What follows belongs to an exercise in optimizing a design on an open flow for small area, a short achievable clock period and few clock cycles per item; a production flow would make more cautious choices.
Function was checked by simulation only, so behaviour that the tests miss may differ from the original.

**run.sh**
```bash
#!/bin/bash
# synth_recipe.tcl (not shown) runs the flow's synth.tcl, then flattens the netlist and writes it again
# the make line also repeats each setting of config.mk as NAME=value (left out here)
make -C /OpenROAD-flow-scripts/flow DESIGN_CONFIG=/design/flow/config.mk WORK_HOME=/design/flow/orfs CLKGATE_MAP_FILE= SYNTH_SCRIPT=/design/flow/synth_recipe.tcl finish
```
**config.mk**
```make
export PLATFORM = sky130hd
export DESIGN_NAME = reed_baseline
export DESIGN_NICKNAME = reed_baseline
export VERILOG_FILES = /design/flow/design.v
export SDC_FILE = /design/flow/constraint.sdc
export NUM_CORES = 4
export LEC_CHECK = 0
export CAP_MARGIN = 20
export CORE_MARGIN = 2
export CORE_UTILIZATION = 40
export SLEW_MARGIN = 20
```
**constraint.sdc**
```tcl
create_clock -name core_clock -period 10.0 [get_ports {clk}]
set_input_delay 2.0000 -clock core_clock [delete_from_list [all_inputs] [get_ports {clk}]]
set_output_delay 2.0000 -clock core_clock [all_outputs]
set_load 0.01 [all_outputs]
```
**design.v**
```verilog
module reed_baseline (
    input  wire        clk,
    input  wire        rst,         
    input  wire        in_valid,
    output wire        in_ready,
    input  wire [15:0] in_bin,
    input  wire        in_last,
    output reg         out_valid,
    output reg  [19:0] beta
);
    localparam [1:0] S_ACC = 2'd0,    
                     S_PRE = 2'd1,    
                     S_DIV = 2'd2;    
    reg [1:0]  state;
    reg [6:0]  n;                     
    reg [22:0] sum;                   
    reg [15:0] t0, t1, t2, t3;        
    reg [26:0] quo;                   
    reg [7:0]  rem;
    reg [6:0]  dsr;
    reg [4:0]  step;
    assign in_ready = (state == S_ACC);
    wire take = in_valid && in_ready;
    wire gt0 = in_bin > t0;
    wire gt1 = in_bin > t1;
    wire gt2 = in_bin > t2;
    wire gt3 = in_bin > t3;
    wire [17:0] t4sum = t0 + t1 + t2 + t3;
    wire [26:0] numer = {sum - {5'd0, t4sum}, 4'd0};
    wire [8:0]  rem_sh = {rem, quo[26]};
    wire [8:0]  rem_df = rem_sh - {2'd0, dsr};
    wire        rem_ok = !rem_df[8];
    always @(posedge clk) begin
        if (rst) begin
            state     <= S_ACC;
            n         <= 7'd0;
            sum       <= 23'd0;
            t0        <= 16'd0;
            t1        <= 16'd0;
            t2        <= 16'd0;
            t3        <= 16'd0;
            out_valid <= 1'b0;
            beta      <= 20'd0;
        end else begin
            out_valid <= 1'b0;
            case (state)
                S_ACC: begin
                    if (take) begin
                        n   <= n + 7'd1;
                        sum <= sum + {7'd0, in_bin};
                        if (gt0) begin
                            t0 <= in_bin; t1 <= t0; t2 <= t1; t3 <= t2;
                        end else if (gt1) begin
                            t1 <= in_bin; t2 <= t1; t3 <= t2;
                        end else if (gt2) begin
                            t2 <= in_bin; t3 <= t2;
                        end else if (gt3) begin
                            t3 <= in_bin;
                        end
                        if (in_last)
                            state <= S_PRE;
                    end
                end
                S_PRE: begin
                    if (n < 7'd16) begin
                        beta      <= 20'd0;
                        out_valid <= 1'b1;
                        state     <= S_ACC;
                        n   <= 7'd0;
                        sum <= 23'd0;
                        t0  <= 16'd0; t1 <= 16'd0; t2 <= 16'd0; t3 <= 16'd0;
                    end else begin
                        quo   <= numer;
                        rem   <= 8'd0;
                        dsr   <= n - 7'd4;
                        step  <= 5'd0;
                        state <= S_DIV;
                    end
                end
                S_DIV: begin
                    rem  <= rem_ok ? rem_df[7:0] : rem_sh[7:0];
                    quo  <= {quo[25:0], rem_ok};
                    step <= step + 5'd1;
                    if (step == 5'd26) begin
                        beta      <= {quo[18:0], rem_ok};
                        out_valid <= 1'b1;
                        state     <= S_ACC;
                        n   <= 7'd0;
                        sum <= 23'd0;
                        t0  <= 16'd0; t1 <= 16'd0; t2 <= 16'd0; t3 <= 16'd0;
                    end
                end
                default: state <= S_ACC;
            endcase
        end
    end
endmodule
```
==> results.ini <==
[outcome]
status=no timing/DRC/antenna violations

[sta]
maxSlewHeadroom_pct=28.0
fin_setup_tns_ns=0
worst_pin_slew_ns=1.08
max_freq_ghz=0.187
drv_slew=0
setup_violations=0
fin_skew_ns=0.0203
fin_crit_sh_pct=53.6
hold_violations=0
rsz0062_at_grt=no
period_minus_slack_ns=5.36
setup_ws_ns=4.64

[clock_tree]
htree_num_levels=4
hold_buffers=0
cts_sinks=164
cts_buffers=17
cts_resized=0
cts_setup_buffers=0
clock_path_buffers=2
clockRootBuffer=clkbuf_16
clkTransAtPathRegs_ns=0.09
cts_tree=yes
clock_latency_ns=0.46

[global_route]
grt_pass1_vias=8396
grt_antenna_before_repair=1
grt-ovfl-total=0
track_usage_pct=20.0
grt_max_degree=76
grt_pass1_wl_mm=47.1

[synth]
synthXorXnorAreaFrac_pct=3.90
synth_mux_area_share_pct=4.95
ys.flop_type=dfxtp_1
syn_area_mm2=0.0115
synthTopCellsByCount=166 x inv_1, 117 x dfxtp_1, 116 x ha_1, 88 x nor2_1, 85 x a21oi_1
yosysUniqueCellTypes=72
synth_edf_count=47
yosysWarnings=1
postSynth.asyncResetShare_pct=0
synth_area_leaders=dfxtp_1 20%, ha_1 13%, edfxtp_1 12%
synth_nets=1423
synthCells=1236
netlist.top_cell.by_area=dfxtp_1
ys_ff_latch=164
synthAdderAreaFrac_pct=21.6
synth_top_family_by_area=adder cells
yosys.cell_count.top_type=inv_1
syn_area_per_cell_um2=9.27
synth-compound-area-share_pct=17.5
synth_top_area_share_pct=20.4
yosysSeqAreaShare_pct=32.8
synth-simple-area-share_pct=12.2

[floorplan]
dieArea_mm2=0.0300
initial_utilization_pct=40.9
coreArea_mm2=0.0280
die_x_um=173
pin_count=42
rows=61
chipHeight_um=173

[place]
routabilityCongestion=0.916
numPortBuffers=41
dp_slack_ns=4.23
place_hpwl_mm=21.7
dp_cells=1619

[route]
firstDrtPassIters=5
antenna_left=0
wl_per_cell_um=18.1
drtIter0Drc=567
wl_mm=29.9
via_count=8897
vias_per_cell=5.39
drc=0

[critical_path]
worstPathRequired_ns=10.30
rrSetupSlack_ns=4.91
start_kind=input port
r2r_start=t1[0]
setup.worst_path.start=in_bin[11]
cp_max_fo=17
rr_worst_depth=17
arrival_ns=5.66
critPathCapture=t2[7]
crit_type=in -> reg
cp-end-kind=flop
worstReg2RegEnd=quo[26]

[flow_run]
maxCapViolations=0

[finish]
fin_nets=1447
stdcell_count=1651
antenna_cells=0
utilization_pct=45.9
nFillCells=2773
drive_above_1_share_pct=5.66
syn_to_final_growth_pct=12.2

[power_and_ir_drop]
power_mw=2.64
peakVddDrop_mv=0.133
p_leak_nw=5.30
p_per_area_mw_per_mm2=206

[min_path]
hold_class=reg -> reg

## stage by stage
step / cell area (um2) / hold WS [ns]
after floorplan: 11500 / 0.449
after global placement: 12200 / 0.438
after detailed placement: 12200 / 0.444
after CTS: 12900 / 0.455
after global routing: 12900 / 0.474
final: 12900 / 0.455
## registers in the layout, indices dropped and copies added, names as in the netlist
signal     count
t2            16
n              7
beta          20
t3            16
state          2
t1            16
t0            16
step           5
dsr            7
rem            8
out_valid      1
sum           23
quo           27
## final cells by class
class / instances / area, um2 / area share, %
Sequential cell: 164 / 3750 / 29.2
Multi-Input combinational cell: 861 / 6920 / 53.8
Clock inverter: 15 / 191 / 1.49
Timing Repair Buffer: 49 / 465 / 3.62
Tap cell: 378 / 473 / 3.68
Inverter: 167 / 627 / 4.88
Clock buffer: 17 / 425 / 3.31
## layer usage
metal  track usage, %  share of wire, %  up-vias
met5                0             0.037        -
met4             4.70               1.2        2
met3             3.38               5.7       27
met2             31.5                45      213
met1             28.5                48     4261
li1                 -                 -     4394
## report_power, final
group | switching (mW) | internal (mW)
logic | 0.640 | 0.471
clock network | 0.357 | 0.345
registers | 0.0447 | 0.786
## worst min path at each step
stage,start,end,depth (start not counted)
detailed placement,beta[12],beta[12],2
CTS,beta[12],beta[12],2
finish,beta[4],beta[4],2
global route,beta[16],beta[16],2
global placement,beta[13],beta[13],2
floorplan,sum[13],sum[13],2
## worst max-delay path, stage by stage
cell and delay (ns):
clkdlybuf4s50_1 0.70, ha_1 0.33, a211oi_1 0.21, o21ai_1 0.10, a221o_1 0.37, a211oi_2 0.29, o22ai_2 0.24, nand2b_4 0.38
o21ai_2 0.85, o2bb2ai_1 0.16
## placed cells by master, fill, tap and decap left out, types with 8 or more instances in the layout
cell,instances
a21oi_1,83
nand2_1,80
or3_1,8
and2_1,11
mux2i_1,33
xor2_1,22
nor2b_1,9
a22oi_1,25
clkbuf_16,17
o21ai_0,43
mux2_4,9
fa_1,51
buf_4,8
o32ai_1,17
xnor2_1,29
inv_1,166
a21o_1,17
clkdlybuf4s50_1,40
nand3_1,41
dfxtp_1,117
nand4_1,9
nor2_1,87
ha_1,115
a211oi_1,12
nor3_1,17
o21a_1,13
o2bb2ai_1,16
a22o_1,16
edfxtp_1,47
## logic make-up after synthesis
logic type / Yosys count
compound gates: 296
xor+xnor: 51
fa+ha+maj: 167
buf+inv: 211
flops: 164
mux: 51
simple gates: 296
Testbench counts, summed over its fixed seeds: cycles 291,190, blocks 3,200.

-- separate check: timing with driven ports --
How much do the figures lean on ideal ports? The routed layout below was timed once more, with nothing changed but the port constraints.
Step 1 (the two cells are an assumption about what drives the block):
set clk [get_ports {clk}]
set_driving_cell -lib_cell sky130_fd_sc_hd__clkbuf_16 $clk
set_driving_cell -lib_cell sky130_fd_sc_hd__buf_2 [delete_from_list [all_inputs] $clk]
Step 2 times the ports against the registers' clock, not the clock port: input delays grow and output delays shrink by t, the midpoint of the rising clock arrivals with the driver on.
Slacks: ideal / step 1 / step 2; pairs: ideal / step 1.
t (ns): 0.494
setup slack, ns: 4.641 / 4.666 / 4.172
latest minus earliest clock arrival (ns): 0.022 / 0.021
cell pins on the clock port's net: 1
After both steps setup and hold are still met in this run. For this run, drivers alone change the setup slack by +0.025 ns; drivers and shift together by -0.469 ns.
